Source: an optimization exercise on an open RTL-to-GDS flow (aim: small area and a short achievable clock period). Production flows keep margins and buffers that such runs may drop. Function was checked by simulation only, so behaviour that the tests miss may differ from the original. Power and IR drop assume default switching activity.

===== design/flow/run.sh =====
#!/bin/bash
# synth_recipe.tcl (not shown) runs the flow's synth.tcl, then flattens the netlist and writes it again
# the make line also repeats each setting of config.mk as NAME=value (left out here)
make -C /OpenROAD-flow-scripts/flow DESIGN_CONFIG=/design/flow/config.mk WORK_HOME=/design/flow/orfs CLKGATE_MAP_FILE= SYNTH_SCRIPT=/design/flow/synth_recipe.tcl finish

===== design/flow/config.mk =====
export PLATFORM = sky130hd
export DESIGN_NAME = bp_quad
export DESIGN_NICKNAME = bp_quad
export VERILOG_FILES = /design/flow/design.v
export SDC_FILE = /design/flow/constraint.sdc
export NUM_CORES = 4
export LEC_CHECK = 0
export CAP_MARGIN = 20
export CORE_MARGIN = 2
export CORE_UTILIZATION = 40
export SLEW_MARGIN = 20

===== design/flow/constraint.sdc =====
create_clock -name core_clock -period 10.0 [get_ports {clk}]
set_input_delay 2.0000 -clock core_clock [delete_from_list [all_inputs] [get_ports {clk}]]
set_output_delay 2.0000 -clock core_clock [all_outputs]
set_load 0.01 [all_outputs]

===== design/flow/design.v =====
module bpq_secded (
    input  wire [79:0] word,
    output wire [71:0] payload,    
    output wire        corr,       
    output wire        uncorr      
);
    function automatic integer pos_of(input integer i);
        integer p, n;
        begin
            n = -1;
            pos_of = 0;
            for (p = 3; p < 80; p = p + 1) begin
                if ((p & (p - 1)) != 0) begin
                    n = n + 1;
                    if (n == i) pos_of = p;
                end
            end
        end
    endfunction
    function automatic [71:0] chk_mask(input integer j);
        integer i;
        begin
            for (i = 0; i < 72; i = i + 1)
                chk_mask[i] = ((pos_of(i) >> j) & 1) != 0;
        end
    endfunction
    wire [71:0] data = word[71:0];
    wire [6:0] chk;
    genvar j;
    generate
        for (j = 0; j < 7; j = j + 1) begin : ck
            localparam [71:0] MASK = chk_mask(j);
            assign chk[j] = ^(data & MASK);
        end
    endgenerate
    wire [6:0] syn = word[78:72] ^ chk;
    wire       q   = ^word;
    wire [71:0] fix;
    genvar i;
    generate
        for (i = 0; i < 72; i = i + 1) begin : fx
            localparam [6:0] POS = pos_of(i);
            assign fix[i] = (syn == POS);
        end
    endgenerate
    wire syn_zero  = (syn == 7'd0);
    wire syn_big   = (syn >= 7'd80);
    assign uncorr  = (!syn_zero && !q) || (q && syn_big);
    assign corr    = q && !syn_big;
    assign payload = (q && !syn_big) ? (data ^ fix) : data;
endmodule
module bp_quad (
    input  wire         clk,
    input  wire         rst,         
    input  wire         fire,        
    input  wire         boundary,    
    input  wire         cnt_clear,   
    input  wire [319:0] words,       
    input  wire [15:0]  opnd,        
    input  wire [3:0]   gsel,        
    output reg  [3:0]   out,         
    output reg          watch,       
    output reg  [3:0]   lat_we,      
    output reg  [35:0]  lat_idx,     
    output reg  [3:0]   lat_val,     
    output reg  [31:0]  lanes,       
    output reg          mem_rd,      
    output reg          mem_wr,      
    output reg          mem_slot,    
    output reg  [18:0]  mem_addr,    
    output reg  [3:0]   mem_wdata,   
    output reg  [18:0]  addr,        
    output reg  [3:0]   f_corr,      
    output reg  [3:0]   f_uncorr,    
    output reg  [15:0]  cnt_corr,    
    output reg  [15:0]  cnt_uncorr   
);
    localparam C_EVAL = 3'd0, C_LATCH = 3'd1, C_GLEAD = 3'd2, C_GMEM = 3'd3,
               C_MADDR = 3'd4, C_MREAD = 3'd5, C_MWRITE = 3'd6, C_SEND = 3'd7;
    wire [71:0] pl   [0:3];
    wire [3:0]  corr, uncorr;
    genvar g;
    generate
        for (g = 0; g < 4; g = g + 1) begin : dec
            bpq_secded u_ecc (
                .word    (words[80*g +: 80]),
                .payload (pl[g]),
                .corr    (corr[g]),
                .uncorr  (uncorr[g])
            );
        end
    endgenerate
    reg [2:0]  cls   [0:3];
    reg        hold  [0:3];
    reg        wat   [0:3];
    reg [2:0]  sub   [0:3];
    reg [15:0] tt    [0:3];
    reg [8:0]  sidx  [0:3];
    reg [3:0]  nib   [0:3];
    reg        legal [0:3];    
    integer m;
    always @* begin
        for (m = 0; m < 4; m = m + 1) begin
            cls[m]  = pl[m][7:5];
            hold[m] = pl[m][4];
            wat[m]  = pl[m][3];
            sub[m]  = pl[m][2:0];
            tt[m]   = pl[m][71:56];
            sidx[m] = pl[m][52:44];
            nib[m]  = opnd[4*m +: 4];
            case (cls[m])
                C_EVAL:   legal[m] = (sub[m] == 3'd0);
                C_LATCH:  legal[m] = (sub[m] == 3'd0);
                C_GLEAD:  legal[m] = (sub[m] <= 3'd3);
                C_GMEM:   legal[m] = (sub[m] >= 3'd1) && (sub[m] <= 3'd3);
                C_MADDR:  legal[m] = (sub[m] != 3'd7);
                C_MREAD:  legal[m] = (sub[m] <= 3'd3);
                C_MWRITE: legal[m] = (sub[m] <= 3'd1);
                default:  legal[m] = 1'b1;
            endcase
        end
    end
    wire gang_ok = !uncorr[0] && legal[0] && cls[0] == C_GLEAD &&
                   !uncorr[1] && legal[1] && cls[1] == C_GMEM && sub[1] == 3'd1 &&
                   !uncorr[2] && legal[2] && cls[2] == C_GMEM && sub[2] == 3'd2 &&
                   !uncorr[3] && legal[3] && cls[3] == C_GMEM && sub[3] == 3'd3;
    reg        act [0:3];
    always @* begin
        for (m = 0; m < 4; m = m + 1) begin
            act[m] = !uncorr[m] && legal[m] && !(cls[m] == C_EVAL && hold[m]);
            if ((cls[m] == C_GLEAD || cls[m] == C_GMEM) && !gang_ok)
                act[m] = 1'b0;
        end
    end
    wire [15:0] gdata = opnd;
    wire [3:0]  gs    = gsel;
    reg         gres;
    always @* begin
        case (sub[0][1:0])
            2'd0: gres = gdata[gs];
            2'd1: gres = &gdata;
            2'd2: gres = |gdata;
            default: gres = ^gdata;
        endcase
    end
    reg [3:0]  out_n;
    reg [3:0]  lat_we_n, lat_val_n;
    reg [35:0] lat_idx_n;
    reg [31:0] lanes_n;
    reg        watch_n;
    reg        acc_done, addr_done;
    reg        mem_rd_n, mem_wr_n, mem_slot_n;
    reg [3:0]  mem_wdata_n;
    reg [18:0] addr_n;
    reg        r;
    always @* begin
        out_n       = out;
        lat_we_n    = 4'd0;
        lat_val_n   = 4'd0;
        lat_idx_n   = 36'd0;
        lanes_n     = 32'd0;
        watch_n     = 1'b0;
        acc_done    = 1'b0;
        addr_done   = 1'b0;
        mem_rd_n    = 1'b0;
        mem_wr_n    = 1'b0;
        mem_slot_n  = 1'b0;
        mem_wdata_n = 4'd0;
        addr_n      = addr;
        for (m = 0; m < 4; m = m + 1) begin
            if (act[m]) begin
                case (cls[m])
                    C_LATCH: r = tt[m][{1'b0, nib[m][2:0]}];
                    C_GLEAD: r = gres;
                    default: r = tt[m][nib[m]];
                endcase
                if (!hold[m] && cls[m] != C_GMEM)
                    out_n[m] = r;
                case (cls[m])
                    C_LATCH: begin
                        lat_we_n[m]          = 1'b1;
                        lat_val_n[m]         = r;
                        lat_idx_n[9*m +: 9]  = sidx[m];
                    end
                    C_SEND: begin
                        lanes_n[4*sub[m] +: 4] = lanes_n[4*sub[m] +: 4] | nib[m];
                    end
                    C_MADDR: begin
                        if (!addr_done) begin
                            addr_done = 1'b1;
                            case (sub[m])
                                3'd0: addr_n[3:0]   = nib[m];
                                3'd1: addr_n[7:4]   = nib[m];
                                3'd2: addr_n[11:8]  = nib[m];
                                3'd3: addr_n[15:12] = nib[m];
                                3'd4: addr_n[18:16] = nib[m][2:0];
                                3'd5: addr_n        = addr + {15'd0, nib[m]};
                                default: addr_n     = {15'd0, nib[m]};
                            endcase
                        end
                    end
                    C_MREAD, C_MWRITE: begin
                        if (!acc_done) begin
                            acc_done = 1'b1;
                            if (cls[m] == C_MREAD) begin
                                mem_rd_n   = 1'b1;
                                mem_slot_n = sub[m][0];
                            end else begin
                                mem_wr_n    = 1'b1;
                                mem_wdata_n = nib[m];
                            end
                        end
                        if ((cls[m] == C_MREAD ? sub[m][1] : sub[m][0]) && !addr_done) begin
                            addr_done = 1'b1;
                            addr_n    = addr + 19'd1;
                        end
                    end
                    default: ;
                endcase
                if (wat[m] && out_n[m])
                    watch_n = 1'b1;
            end
        end
    end
    wire [2:0]  n_corr   = corr[0] + corr[1] + corr[2] + corr[3];
    wire [2:0]  n_uncorr = uncorr[0] + uncorr[1] + uncorr[2] + uncorr[3];
    wire [15:0] base_c   = cnt_clear ? 16'd0 : cnt_corr;
    wire [15:0] base_u   = cnt_clear ? 16'd0 : cnt_uncorr;
    wire [16:0] sum_c    = base_c + (fire && !boundary ? n_corr : 3'd0);
    wire [16:0] sum_u    = base_u + (fire && !boundary ? n_uncorr : 3'd0);
    always @(posedge clk) begin
        if (rst) begin
            out        <= 4'd0;
            watch      <= 1'b0;
            lat_we     <= 4'd0;
            lat_idx    <= 36'd0;
            lat_val    <= 4'd0;
            lanes      <= 32'd0;
            mem_rd     <= 1'b0;
            mem_wr     <= 1'b0;
            mem_slot   <= 1'b0;
            mem_addr   <= 19'd0;
            mem_wdata  <= 4'd0;
            addr       <= 19'd0;
            f_corr     <= 4'd0;
            f_uncorr   <= 4'd0;
            cnt_corr   <= 16'd0;
            cnt_uncorr <= 16'd0;
        end else begin
            cnt_corr   <= sum_c[16] ? 16'hFFFF : sum_c[15:0];
            cnt_uncorr <= sum_u[16] ? 16'hFFFF : sum_u[15:0];
            if (boundary) begin
                out      <= 4'd0;
                addr     <= 19'd0;
                watch    <= 1'b0;
                lat_we   <= 4'd0;
                lanes    <= 32'd0;
                mem_rd   <= 1'b0;
                mem_wr   <= 1'b0;
                f_corr   <= 4'd0;
                f_uncorr <= 4'd0;
            end else if (fire) begin
                out       <= out_n;
                addr      <= addr_n;
                watch     <= watch_n;
                lat_we    <= lat_we_n;
                lat_idx   <= lat_idx_n;
                lat_val   <= lat_val_n;
                lanes     <= lanes_n;
                mem_rd    <= mem_rd_n;
                mem_wr    <= mem_wr_n;
                mem_slot  <= mem_slot_n;
                mem_addr  <= addr;
                mem_wdata <= mem_wdata_n;
                f_corr    <= corr;
                f_uncorr  <= uncorr;
            end else begin
                watch    <= 1'b0;
                lat_we   <= 4'd0;
                lanes    <= 32'd0;
                mem_rd   <= 1'b0;
                mem_wr   <= 1'b0;
                f_corr   <= 4'd0;
                f_uncorr <= 4'd0;
            end
        end
    end
endmodule

==> run notes <==
-- layout make-up --
type	count	area share (%)
Tap cell	864	3.16
Clock buffer	18	1.28
Timing Repair Buffer	674	18.5
Clock inverter	14	0.512
Sequential cell	166	9.72
Multi-Input combinational cell	3032	65.7
Inverter	102	1.12
-- worst max-delay path, stage by stage --
cell	delay (ps)
clkdlybuf4s50_1	500
xnor3_1	450
xnor2_1	280
xnor3_1	390
xnor2_1	160
xnor2_1	310
nand2b_1	340
o31a_1	400
nor2_1	350
nand2_1	180
inv_2	160
ha_1	490
clkinv_1	350
nor3_1	360
a221o_1	350
nand4_2	210
nor4_1	1020
o22ai_1	170
a21oi_1	570
a211oi_1	210
and2_1	280
nor4_1	290
buf_4	190
nor2_1	50
-- power by group through the flow --
stage | registers, W | clock network [W] | logic, W
detailed placement | 0.000717 | 0 | 0.00606
global placement | 0.000716 | 0 | 0.00605
floorplan | 0.000728 | 0 | 0.00403
CTS | 0.000701 | 0.000741 | 0.00609
global route | 0.000704 | 0.000762 | 0.00665
finish | 0.000701 | 0.000725 | 0.00625
-- flip-flops by register name, indices dropped and copies added, names as in the netlist, 4 cells and up --
register    flops
mem_addr       19
cnt_uncorr     16
lat_we          4
out             4
mem_wdata       4
lat_idx        36
cnt_corr       16
f_corr          4
f_uncorr        4
lanes          32
lat_val         4
addr           19
-- through the flow --
| stage | total power (W) | std cells | hold slack (ps) | instance area, um2 | setup slack [ps] |
|---|---|---|---|---|---|
| 6_report | 0.00768 | 4870 | 457 | 34200 | 286 |
| 5_1_grt | 0.00812 | 4870 | 473 | 34200 | 5.42 |
| 4_1_cts | 0.00753 | 4870 | 459 | 34200 | 628 |
| 3_5_place_dp | 0.00677 | 4838 | 441 | 33600 | 104 |
| 3_3_place_gp | 0.00676 | 4838 | 436 | 33600 | 345 |
| 2_1_floorplan | 0.00475 | 3481 | 481 | 26800 | 1480 |
-- how the worst max path moves through the flow --
stage,from,end,slack [ps],cells past startpoint
6_report,words[40],mem_wr,290,24
5_1_grt,words[40],mem_wr,5,24
4_1_cts,words[40],mem_wr,630,24
3_5_place_dp,words[40],mem_wr,100,24
3_3_place_gp,words[40],mem_wr,350,24
2_1_floorplan,words[133],lanes[13],1480,27
-- layout by cell type (no fill, tap or decap), types with 88 or more instances in the layout --
master,n
nand3_1,90
xor2_1,159
a22oi_1,88
o21ai_0,155
dfxtp_1,166
nor2_1,360
nor3_1,136
nand2_1,303
a21oi_1,239
xnor3_1,96
xnor2_1,491
clkdlybuf4s50_1,509
buf_4,165
-- layer usage --
metal  part of all wire [%]  up-vias
met5                 0.0055        -
met4                    4.8        2
met3                    8.9      345
met2                     45     1627
met1                     41    14100
li1                       -    13600
-- logic make-up (layout without fill, tap and decap cells) --
| group | after synthesis | count (layout) | share of synthesized area, % |
|---|---|---|---|
| buffers and inverters | 283 | 808 | 4.14 |
| DFF | 166 | 166 | 12.4 |
| adders and majority gates | 78 | 78 | 3.86 |
| and+or+nand+nor | 1203 | 1203 | 21.5 |
| muxes | 52 | 52 | 2.82 |
| xor gates and xnor gates | 777 | 777 | 31.5 |
| AOI/OAI and AO/OA | 922 | 922 | 23.8 |
-- timing repair --
action,in CTS,in global routing
resized for setup,0,1
setup endpoints to repair,0,1
buffers inserted,0,0
==> results by group <==
Status
  • Status: timing/DRC/antenna clean

Synthesis
  • Syn. warnings: 19
  • EDFF count, synth: 0
  • Yosys cell types: 121
  • Syn_area_per_cell: 7.71 um2
  • Most frequent cell after synthesis: xnor2_1
  • Post-synthesis net count: 3904
  • Synth async-reset ratio: 0%
  • Synth Instances: 3481
  • Synth top area cells: xnor2_1 (16%), dfxtp_1 (12%), xnor3_1 (8.1%)
  • #FFs+latches synth: 166
  • Mapped Area: 26800 um2
  • Top-area cell type share of the netlist area: 16.0%
  • Ys flop type: dfxtp_1
  • Most frequent cells after synthesis: xnor2_1 (491), nor2_1 (362), nand2_1 (303)
  • Cell taking the most area after synthesis: xnor2_1
  • Seq/Total Area, Yosys: 12.4%

Detailed routing
  • Initial DRC count: 3900
  • Antenna Nets Post-Route: 0
  • Avg WL per Cell: 26.1 um
  • WL final: 127 mm
  • Residual DRC: 0
  • 1st-pass router iterations: 6
  • Via count: 29.7k
  • Via density: 6.09

STA
  • Skew final: 16.4 ps
  • Fin. Hold Viols: 0
  • Slew Limit Fails: 0
  • Period minus WS final: 9710 ps
  • Fin crit share: 97.1%
  • Setup-failing EPs final: 0
  • Worst slew margin: 16.3%
  • Max frequency: 0.103 GHz
  • Worst slew pin tran: 1240 ps
  • Final TNS setup: 0 ps
  • RSZ-0062 raised after global routing: no

Power
  • P_leak: 12.5 nW
  • Internal power: 0.00333 W
  • Seq pwr share: 9.1%
  • Sw Ratio: 56.7%
  • P per Cell Area: 225 nW/um2
  • Clk network pwr share: 9.4%
  • Worst VDD drop: 0.220 mV
  • NetSw: 0.00435 W
  • Logic pwr share: 81.4%

Clocking
  • Worst-skew pair later-pin latency: 510 ps
  • Clock-pin slew on the worst setup and hold paths: 70 ps
  • # H-tree levels: 4
  • Clk sink count: 166
  • Root Driver: clkbuf_16
  • Hold buffers post-CTS: 0
  • TritonCTS clock tree: done
  • Clock buffer depth: 2
  • Total CTS buffers: 17

Die
  • Die Ht: 263 um
  • Starting Density: 40.6%
  • Die width: 263 um
  • Row count: 94
  • Die area: 69200 um2
  • I/O Pins: 511
  • Total core area: 66100 um2

Global routing
  • GRT Overall Usage: 35.5%
  • Global route overflow: 0
  • Met2 Use GR: 57.4%
  • Vias in the first global route: 28.6k
  • Initial antenna violation count: 2
  • Met3 usage: 6.56%
  • Largest net degree at the start of global routing: 47
  • Busiest grt layer: met2
  • GR Util met1: 46.3%
  • First-pass GRT wire length: 187 mm

Critical path
  • Worst setup SP type: primary input
  • Crit path arrival time: 10070 ps
  • Critical path class: primary input to register
  • Worst R2R Path Depth: 13
  • Worst Setup End Kind: register
  • Worst Path Max Fanout: 12
  • Data required, critical path: 10360 ps
  • R2R Path Start: addr[9]
  • Reg2reg end: addr[12]
  • Reg2Reg Setup Slack: 5430 ps

Flow run
  • Maxcap violations: 0

Min path
  • Hold endpoint: lat_idx[17]
  • Hold Crit Start: lat_idx[17]
  • Hold depth: 2
  • Hold crit path type: register to register

Place
  • I/O Buffers: 510
  • Post-DP HPWL: 102 mm
  • Routability cong.: 1.09

Layout
  • Fill cells: 6572
  • N_diodes: 0
  • Nets: 4416
  • Register area: 3320 um2
  • Util after Layout: 51.7%
  • Ratio of cells with drive above 1 in the final layout: 8.44%
  • Multi-input logic area: 22500 um2
  • Area grow syn2layout: 27.3%

==> static timing again, ports no longer ideal <==
Ports are ideal in the flow. The routed layout listed here was re-timed in OpenROAD. Step 1 assumes that a clkbuf_16 drives the clock port and a buf_2 every other input. Step 2 also shifts input and output timing later by t, the mid clock arrival at the registers, as if the neighbouring blocks saw the same clock. Three values: ideal, step 1, step 2; two values: the first two.
shift t [ns]: 0.566
slack for setup (ns): 0.286 / 0.325 / -0.240
worst setup path at the end: input to register
Met with ideal ports but missed after step 2: setup timing in this run. For this run, drivers alone change the setup slack by +0.039 ns; drivers and shift together by -0.526 ns.
